Context: an optimization exercise on an open-source flow, tuned for small area and a short achievable clock period. The choices shown serve that exercise and are no tape-out recipe.
In this exercise RTL edits were held to simulation tests only and were not proved equivalent to the original.

==> inputs of v32 <==
// mem_ecc_codec
module mem_ecc_codec (
    input  wire        clk,
    input  wire        rst_n,
    input  wire        in_valid,
    input  wire [1:0]  in_op,
    input  wire [63:0] in_data,
    input  wire [7:0]  in_check,
    output reg         out_valid,
    output wire [63:0] out_data,
    output wire [7:0]  out_check,
    output wire [1:0]  out_status,
    output wire [7:0]  out_syndrome,
    output wire [6:0]  out_pos
);
    localparam [511:0] HCOL = {
        8'h57,8'h4F,8'h3E,8'h3D,8'h3B,8'h37,8'h2F,8'h1F,8'hE0,8'hD0,8'hC8,8'hC4,8'hC2,8'hC1,8'hB0,8'hA8,
        8'hA4,8'hA2,8'hA1,8'h98,8'h94,8'h92,8'h91,8'h8C,8'h8A,8'h89,8'h86,8'h85,8'h83,8'h70,8'h68,8'h64,
        8'h62,8'h61,8'h58,8'h54,8'h52,8'h51,8'h4C,8'h4A,8'h49,8'h46,8'h45,8'h43,8'h38,8'h34,8'h32,8'h31,
        8'h2C,8'h2A,8'h29,8'h26,8'h25,8'h23,8'h1C,8'h1A,8'h19,8'h16,8'h15,8'h13,8'h0E,8'h0D,8'h0B,8'h07};
    function [3:0] mul_a;
        input [3:0] x;
        input [3:0] n;
        reg   [3:0] p;
        integer     i;
        begin
            p = x;
            for (i = 0; i < 15; i = i + 1)
                if (i < n) p = {p[2:0], 1'b0} ^ (p[3] ? 4'h3 : 4'h0);
            mul_a = p;
        end
    endfunction
    function [2:0] lg3;
        input [3:0] x;
        begin
            lg3[0] = (x == 4'h1) | (x == 4'h8) | (x == 4'hA) | (x == 4'hC) | (x == 4'hF);
  ...
Settings: LEC_CHECK=0, CAP_MARGIN=20, CORE_MARGIN=2, CORE_UTILIZATION=40, SETUP_SLACK_MARGIN=0, SLEW_MARGIN=20; clock period 8.0 ns.
standard.sh (not shown) runs the stock make flow with config.mk's settings and CLKGATE_MAP_FILE= SYNTH_SCRIPT=/design/flow/synth_recipe.tcl, a recipe that flattens the netlist after the stock synthesis.
==> flow/flow/run.sh <==
#!/bin/bash
# Standard layout, with plain buffers on the ports instead of the delay cells
# buffer_ports picks by default.
set -euo pipefail
bash standard.sh BUFFER_PORTS_ARGS="-buffer_cell sky130_fd_sc_hd__buf_1" finish > make_finish.log 2>&1
==> v27: changes against v32 <==
--- a/flow/design.v
+++ b/flow/design.v
@@ -24,36 +24,18 @@
         integer     i;
         begin
             p = x;
             for (i = 0; i < 15; i = i + 1)
                 if (i < n) p = {p[2:0], 1'b0} ^ (p[3] ? 4'h3 : 4'h0);
             mul_a = p;
         end
     endfunction
-    function [2:0] lg3;
-        input [3:0] x;
-        begin
-            lg3[0] = (x == 4'h1) | (x == 4'h8) | (x == 4'hA) | (x == 4'hC) | (x == 4'hF);
-            lg3[1] = (x == 4'h2) | (x == 4'h3) | (x == 4'h7) | (x == 4'hB) | (x == 4'hD);
-            lg3[2] = (x == 4'h4) | (x == 4'h5) | (x == 4'h6) | (x == 4'h9) | (x == 4'hE);
-        end
-    endfunction
-    function [4:0] lg5;
-        input [3:0] x;
-        begin
-            lg5[0] = (x == 4'h1) | (x == 4'h6) | (x == 4'h7);
-            lg5[1] = (x == 4'h2) | (x == 4'hC) | (x == 4'hE);
-            lg5[2] = (x == 4'h4) | (x == 4'hB) | (x == 4'hF);
-            lg5[3] = (x == 4'h5) | (x == 4'h8) | (x == 4'hD);
-            lg5[4] = (x == 4'h3) | (x == 4'h9) | (x == 4'hA);
-        end
-    endfunction
-    wire       dec = in_op[0];
-    wire [7:0] cm  = in_check & {8{dec}};
+    wire dec = in_op[0];
+    wire [7:0] cm = in_check & {8{dec}};
     wire [7:0] hs;
     wire [3:0] s0, s1;
     wire xg0 = in_data[22] ^ in_data[25];
     wire xg1 = in_data[7] ^ in_data[19];
     wire xg2 = in_data[28] ^ xg0;
     wire xg3 = in_data[56] ^ in_data[63];
     wire xg4 = in_data[23] ^ in_data[26];
     wire xg5 = in_data[11] ^ in_data[15];
@@ -260,99 +242,76 @@
     assign s0[0] = xg164;
     assign s0[1] = xg167;
     assign s0[2] = xg171;
     assign s0[3] = xg175;
     assign s1[0] = xg183;
     assign s1[1] = xg186;
     assign s1[2] = xg192;
     assign s1[3] = xg197;
-    wire [3:0] x9 = mul_a(s1, 4'd3) ^ mul_a(s0, 4'd11);
-    wire [3:0] x8 = s0 ^ x9;
-    wire [2:0] a0 = lg3(s0), a1 = lg3(s1);
-    wire [4:0] b0 = lg5(s0), b1 = lg5(s1);
-    reg  [2:0] jm3;
-    reg  [4:0] jm5;
-    integer    r, q;
-    always @* begin
-        for (r = 0; r < 3; r = r + 1) begin
-            jm3[r] = 1'b0;
-            for (q = 0; q < 3; q = q + 1) jm3[r] = jm3[r] | (a0[q] & a1[(q + r) % 3]);
-        end
-        for (r = 0; r < 5; r = r + 1) begin
-            jm5[r] = 1'b0;
-            for (q = 0; q < 5; q = q + 1) jm5[r] = jm5[r] | (b0[q] & b1[(q + r) % 5]);
-        end
-    end
-    reg        op1_q, dec_q, hdec_q, rdec_q;
+    wire [7:0] t_d = in_op[1] ? hs : {s1, s0};
+    reg [1:0]  op_q;
     reg [63:0] d_q;
     reg [7:0]  c_q;
     reg [7:0]  t_q;
     always @(posedge clk) begin
         if (!rst_n) out_valid <= 1'b0;
         else        out_valid <= in_valid;
-        op1_q  <= in_op[1];
-        dec_q  <= in_op[0];
-        hdec_q <= in_op[1] & in_op[0];
-        rdec_q <= ~in_op[1] & in_op[0];
-        d_q    <= in_op[1] ? in_data : {24'h0, jm5, jm3, in_data[31:0]};
-        c_q    <= dec ? in_check : {x9, x8};
-        t_q    <= in_op[1] ? hs : {s1, s0};
+        op_q <= in_op;
+        d_q  <= {in_data[63:32] & {32{in_op[1]}}, in_data[31:0]};
+        c_q  <= cm;
+        t_q  <= t_d;
     end
-    reg [15:0] lo, hi;
-    integer    v;
+    wire hdec = op_q[1] & op_q[0];
+    wire rdec = ~op_q[1] & op_q[0];
+    reg [63:0] flip;
+    reg [7:0]  cflip;
+    reg [7:0]  enc;
+    reg [1:0]  st;
+    reg [6:0]  ps;
+    reg [3:0]  ra, rb, x9;
+    reg [4:0]  wt;
+    reg [3:0]  j;
+    reg        hit;
+    integer    i, k;
     always @* begin
-        for (v = 0; v < 16; v = v + 1) begin
-            lo[v] = (t_q[3:0] == v[3:0]);
-            hi[v] = (t_q[7:4] == v[3:0]) & hdec_q;
+        flip  = 64'h0;
+        cflip = 8'h00;
+        st    = 2'd0;
+        ps    = 7'd0;
+        hit   = 1'b0;
+        j     = 4'd0;
+        ra = t_q[3:0];
+        rb = t_q[7:4];
+        x9 = mul_a(rb, 4'd3) ^ mul_a(ra, 4'd11);
+        enc = op_q[1] ? t_q : {x9, ra ^ x9};
+        if (hdec && t_q != 8'h00) begin
+            for (k = 0; k < 64; k = k + 1)
+                if (t_q == HCOL[8*k +: 8]) begin
+                    flip[k] = 1'b1;
+                    ps      = k[6:0];
+                    hit     = 1'b1;
+                end
+            for (i = 0; i < 8; i = i + 1)
+                if (t_q == (8'h01 << i)) begin
+                    cflip[i] = 1'b1;
+                    ps       = 7'd64 + i[6:0];
+                    hit      = 1'b1;
+                end
+            st = hit ? 2'd1 : 2'd2;
+        end
+        if (rdec && t_q != 8'h00) begin
+            st = 2'd2;
+            for (i = 0; i < 10; i = i + 1)
+                if (ra != 4'h0 && rb == mul_a(ra, i[3:0])) begin
+                    st = 2'd1;
+                    ps = i[6:0];
+                    if (i < 8) flip[4*i +: 4] = ra;
+                    else       cflip[4*(i-8) +: 4] = ra;
+                end
         end
     end
-    wire [63:0] hm;
-    genvar g;
-    generate for (g = 0; g < 64; g = g + 1) begin : g_hm
-        assign hm[g] = lo[HCOL[8*g +: 4]] & hi[HCOL[8*g+4 +: 4]];
-    end endgenerate
-    wire [7:0] hcf = {hi[8] & lo[0], hi[4] & lo[0], hi[2] & lo[0], hi[1] & lo[0],
-                      lo[8] & hi[0], lo[4] & hi[0], lo[2] & hi[0], lo[1] & hi[0]};
-    reg [6:0] hps;
-    reg       hit;
-    integer   k, i;
-    always @* begin
-        hps = 7'd0;
-        hit = 1'b0;
-        for (k = 0; k < 64; k = k + 1)
-            if (t_q == HCOL[8*k +: 8]) begin
-                hps = k[6:0];
-                hit = 1'b1;
-            end
-        for (i = 0; i < 8; i = i + 1)
-            if (t_q == (8'h01 << i)) begin
-                hps = 7'd64 + i[6:0];
-                hit = 1'b1;
-            end
-    end
-    wire [1:0] hst = {hdec_q & (t_q != 8'h00) & ~hit, hdec_q & hit};
-    wire [2:0] jm3q = d_q[34:32];
-    wire [4:0] jm5q = d_q[39:35];
-    reg  [9:0] re;
-    integer    j;
-    always @* begin
-        for (j = 0; j < 10; j = j + 1) re[j] = jm3q[j % 3] & jm5q[j % 5];
-    end
-    wire [3:0] s0g = t_q[3:0] & {4{rdec_q}};
-    reg [31:0] rfl;
-    always @* begin
-        for (k = 0; k < 8; k = k + 1) rfl[4*k +: 4] = s0g & {4{re[k]}};
-    end
-    wire [7:0] rcf = {s0g & {4{re[9]}}, s0g & {4{re[8]}}};
-    wire       rhit = |re;
-    wire [3:0] rps  = {re[8] | re[9], re[4] | re[5] | re[6] | re[7],
-                       re[2] | re[3] | re[6] | re[7], re[1] | re[3] | re[5] | re[7] | re[9]};
-    wire [1:0] rst  = {rdec_q & (t_q != 8'h00) & ~rhit, rdec_q & rhit};
-    wire senc = op1_q & ~dec_q;
-    assign out_data[31:0]  = d_q[31:0] ^ (hm[31:0] | rfl);
-    assign out_data[39:32] = (d_q[39:32] ^ hm[39:32]) & {8{op1_q}};
-    assign out_data[63:40] = d_q[63:40] ^ hm[63:40];
-    assign out_check       = senc ? t_q : (c_q ^ (hcf | rcf));
-    assign out_status      = op1_q ? hst : rst;
-    assign out_syndrome    = t_q & {8{dec_q}};
-    assign out_pos         = op1_q ? (hps & {7{hdec_q}}) : {3'b000, rps & {4{rdec_q}}};
+    assign out_data     = d_q ^ flip;
+    assign out_check    = op_q[0] ? (c_q ^ cflip) : enc;
+    assign out_status   = st;
+    assign out_syndrome = t_q & {8{op_q[0]}};
+    assign out_pos      = ps;
 endmodule
==> flow/run.sh (new file) <==
#!/bin/bash
# synth_recipe.tcl (not shown) runs the flow's synth.tcl, then flattens the netlist and writes it again
# the make line also repeats each setting of config.mk as NAME=value (left out here)
make -C /OpenROAD-flow-scripts/flow DESIGN_CONFIG=/design/flow/config.mk WORK_HOME=/design/flow/orfs CLKGATE_MAP_FILE= SYNTH_SCRIPT=/design/flow/synth_recipe.tcl finish
- SETUP_SLACK_MARGIN: 0 -> 5
removed: flow/flow/run.sh
removed: flow/standard.sh
==> v24: changes against v32 <==
- SETUP_SLACK_MARGIN: 0 -> 4.2
==> v35: changes against v32 <==
- SETUP_SLACK_MARGIN: 0 -> 2.5
==> impl_metrics.tcl <==
set metrics [dict create \
    p_comb_uw 2530 \
    outcome "no timing/DRC/antenna violations" \
    start_util_pct 40.5 \
    dp_hpwl_um 23000 \
    cp_cell_sequence "buf_1 -> and2_1 -> xnor3_1 -> xnor2_1 -> xnor2_1 -> xnor2_1 -> inv_1 -> ha_1 -> nor2_1 -> nor2_1 -> mux2i_1 -> o22ai_1 -> a311oi_1 -> a2bb2oi_1" \
]
(the above is from v32)
==> impl_metrics.tcl <==
set metrics [dict create \
    dp_hpwl_um 25000 \
    seq_cell_count 83 \
    outcome "no timing/DRC/antenna violations" \
    p_comb_uw 4940 \
    hold_path.class "in2reg" \
    n_all_inverters 18 \
]
(the above is from v27)
==> impl_metrics.tcl <==
set metrics [dict create \
    start_util_pct 40.5 \
    cp_cell_sequence "buf_12 -> buf_6 -> nor2b_4 -> buf_8 -> buf_4 -> nand2_4 -> a211oi_2 -> a21oi_1 -> nor2_2 -> a2111oi_4 -> o22ai_1 -> buf_2" \
    critPathCapture "out_pos[0]" \
    root_buffer "clkbuf_16" \
    outcome "no timing/DRC/antenna violations" \
    p_comb_uw 3950 \
    track_usage_pct 31.7 \
    tns_ps 0 \
]
(the above is from v24)
==> impl_metrics.tcl <==
set metrics [dict create \
    outcome "no timing/DRC/antenna violations" \
    cts_tree "yes" \
    start_util_pct 40.5 \
    cp_cell_sequence "buf_1 -> and2_1 -> xnor3_1 -> xnor2_1 -> xnor2_1 -> xnor2_1 -> inv_1 -> ha_1 -> nor2_1 -> nor2_1 -> mux2i_1 -> o22ai_1 -> a311oi_1 -> a2bb2oi_1" \
    p_comb_uw 2530 \
    dp_hpwl_um 23000 \
]
(the above is from v35)

========
==> job 3938 <==
mem_ecc_codec, a different RTL version from the one above (not shown whole).
Settings: LEC_CHECK=0, CAP_MARGIN=20, CORE_MARGIN=2, CORE_UTILIZATION=40, SETUP_SLACK_MARGIN=3.9, SLEW_MARGIN=20; clock period 8.0 ns.
==> flow/flow/run.sh <==
#!/bin/bash
# Own flow: the standard synthesis, then the combinational logic replaced
# by the gate-level netlist of flow/netgen.py (same registers: names and cell
# type), checked equivalent to the standard synthesis by yosys; then the
# standard layout, with plain buffers on the ports instead of the delay cells
# buffer_ports picks by default. If the generated netlist fails a check, the
# standard synthesis's netlist is laid out instead.
set -euo pipefail
HERE=$(pwd)
R=$HERE/orfs/results/$FLOW_PLATFORM/mem_ecc_codec/base
LIB=$FLOW_HOME/platforms/$FLOW_PLATFORM/lib/sky130_fd_sc_hd__tt_025C_1v80.lib
bash standard.sh synth > make_synth.log 2>&1
cp $R/1_2_yosys.v $HERE/synth_standard.v
USE=synth_standard.v
if LIB=$LIB python3 flow/netgen.py $HERE/net_gen.v > netgen.log 2>&1; then
  yosys -p "read_liberty -lib $LIB; read_verilog net_gen.v; hierarchy -top $FLOW_TOP; opt_clean -purge; write_verilog -noattr -noexpr net_norm.v" > yosys_norm.log 2>&1
  yosys -p "read_liberty -ignore_miss_func $LIB; read_verilog synth_standard.v; rename $FLOW_TOP gold; read_verilog net_norm.v; rename $FLOW_TOP gate; flatten gold gate; opt_clean; equiv_make gold gate equiv; hierarchy -top equiv; equiv_simple; equiv_status -assert" > yosys_equiv.log 2>&1 \
    && python3 - <<'PY' > regcheck.log 2>&1 && USE=net_norm.v
import re, sys
def regs(p):
    return sorted(re.findall(r'(sky130_fd_sc_hd__df\w+)\s+(\\\S+)', open(p).read()))
a, b = regs('synth_standard.v'), regs('net_norm.v')
print(len(a), len(b))
sys.exit(0 if a == b and a else 1)
PY
fi
echo "laying out $USE" > netlist_choice.log
cp $HERE/$USE $R/1_2_yosys.v
rm -f $R/1_synth.odb $R/1_synth.sdc
bash standard.sh BUFFER_PORTS_ARGS="-buffer_cell sky130_fd_sc_hd__buf_1" finish > make_finish.log 2>&1
Other scripts of this flow, unchanged in this note and not shown: flow/flow/netgen.py, flow/flow/paar.py
==> job 8629: changes against job 3938 <==
--- a/flow/config.mk
+++ b/flow/config.mk
@@ -10,3 +10,5 @@
 export CORE_UTILIZATION = 40
-export SETUP_SLACK_MARGIN = 3.9
+export CTS_BUF_LIST = sky130_fd_sc_hd__clkbuf_8
+export CTS_CLUSTER_SIZE = 30
+export SETUP_SLACK_MARGIN = 3.5
 export SLEW_MARGIN = 20
==> job 5356: changes against job 3938 <==
--- a/flow/config.mk
+++ b/flow/config.mk
@@ -10,3 +10,3 @@
 export CORE_UTILIZATION = 40
-export SETUP_SLACK_MARGIN = 3.9
+export SETUP_SLACK_MARGIN = 4.2
 export SLEW_MARGIN = 20
==> job 2812: changes against job 3938 <==
--- a/flow/config.mk
+++ b/flow/config.mk
@@ -10,3 +10,3 @@
 export CORE_UTILIZATION = 40
-export SETUP_SLACK_MARGIN = 3.9
+export SETUP_SLACK_MARGIN = 3.5
 export SLEW_MARGIN = 20
==> results.cfg <==
[outcome]
outcome = finished clean

[worst_setup_path]
crit_slowest_cell = or4_2
path_cells = inv_1 -> nor2_1 -> nand2_1 -> nor2_1 -> or4_2 -> nor4_1 -> nand4_1 -> buf_1

[routing]
wl_met2_um = 12100
dr_total_vias = 6731
routed_wl_um = 25800

[pwr]
ir_drop_mv = 0.169

[place]
place.gp.congestion = 0.979
(the above is from job 2812)
==> results.cfg <==
[worst_setup_path]
path_cells = clkinv_4 -> nor2_4 -> nor2_2 -> or2_4 -> nand2_2 -> clkinv_2 -> or2_4 -> a22o_2 -> o211ai_1 -> a31oi_1 -> or2_1 -> inv_1 -> o211a_1 -> buf_2

[routing]
dr_total_vias = 7289
routed_wl_um = 28100

[place]
place.gp.congestion = 1.02

[outcome]
outcome = finished clean
(the above is from job 5356)
==> results.cfg <==
[outcome]
outcome = finished clean

[routing]
routed_wl_um = 25800
dr_total_vias = 6729

[worst_setup_path]
path_cells = inv_1 -> nor2_1 -> nand2_1 -> nor2_1 -> nor2_1 -> clkinv_1 -> nor3_1 -> clkinv_1 -> nor4_2 -> and3_2 -> nand3_1 -> buf_1

[place]
place.gp.congestion = 0.979
(the above is from job 8629)
==> results.cfg <==
[outcome]
outcome = finished clean

[pwr]
ir_drop_mv = 0.176

[routing]
dr_total_vias = 6925
wl_met2_um = 12700

[worst_setup_path]
path_cells = inv_4 -> nor2_4 -> nor2_2 -> or2_4 -> nand2_4 -> inv_4 -> or2_4 -> a22o_4 -> o211ai_1 -> a31oi_1 -> or2_1 -> inv_1 -> o211a_1 -> buf_6
(the above is from job 3938)

what the ideal ports hide:
The results above use ideal ports. As a check the final layouts listed here were re-extracted and re-timed, cells and wires unchanged. Step 1 sets driving cells, clkbuf_16 on the clock port and buf_2 on the other inputs (assumed; they add their load-dependent delay and slew). Step 2 times the ports against the registers' clock, not the clock port: input delays grow and output delays shrink by t, the midpoint of the rising clock arrivals with the driver on. Three values: ideal, step 1, step 2; two values: the first two.
run | shift t [ns] | slack for setup (ns) | latest minus earliest clock arrival (ns)
v32 | 0.381 | 2.956 / 2.957 / 2.576 | 0.018 / 0.018
v27 | 0.391 | 3.053 / 3.008 / 3.399 | 0.008 / 0.008
v24 | 0.372 | 3.710 / 3.669 / 3.595 | 0.016 / 0.016
v35 | 0.381 | 2.956 / 2.957 / 2.576 | 0.018 / 0.018
job 3938 | 0.369 | 3.894 / 3.853 / 3.657 | 0.010 / 0.010
job 8629 | 0.377 | 3.623 / 3.588 / 3.356 | 0.012 / 0.011
job 5356 | 0.362 | 3.928 / 3.893 / 3.838 | 0.007 / 0.008
job 2812 | 0.367 | 3.624 / 3.585 / 3.340 | 0.010 / 0.011
After both steps every run listed still meets setup and hold.
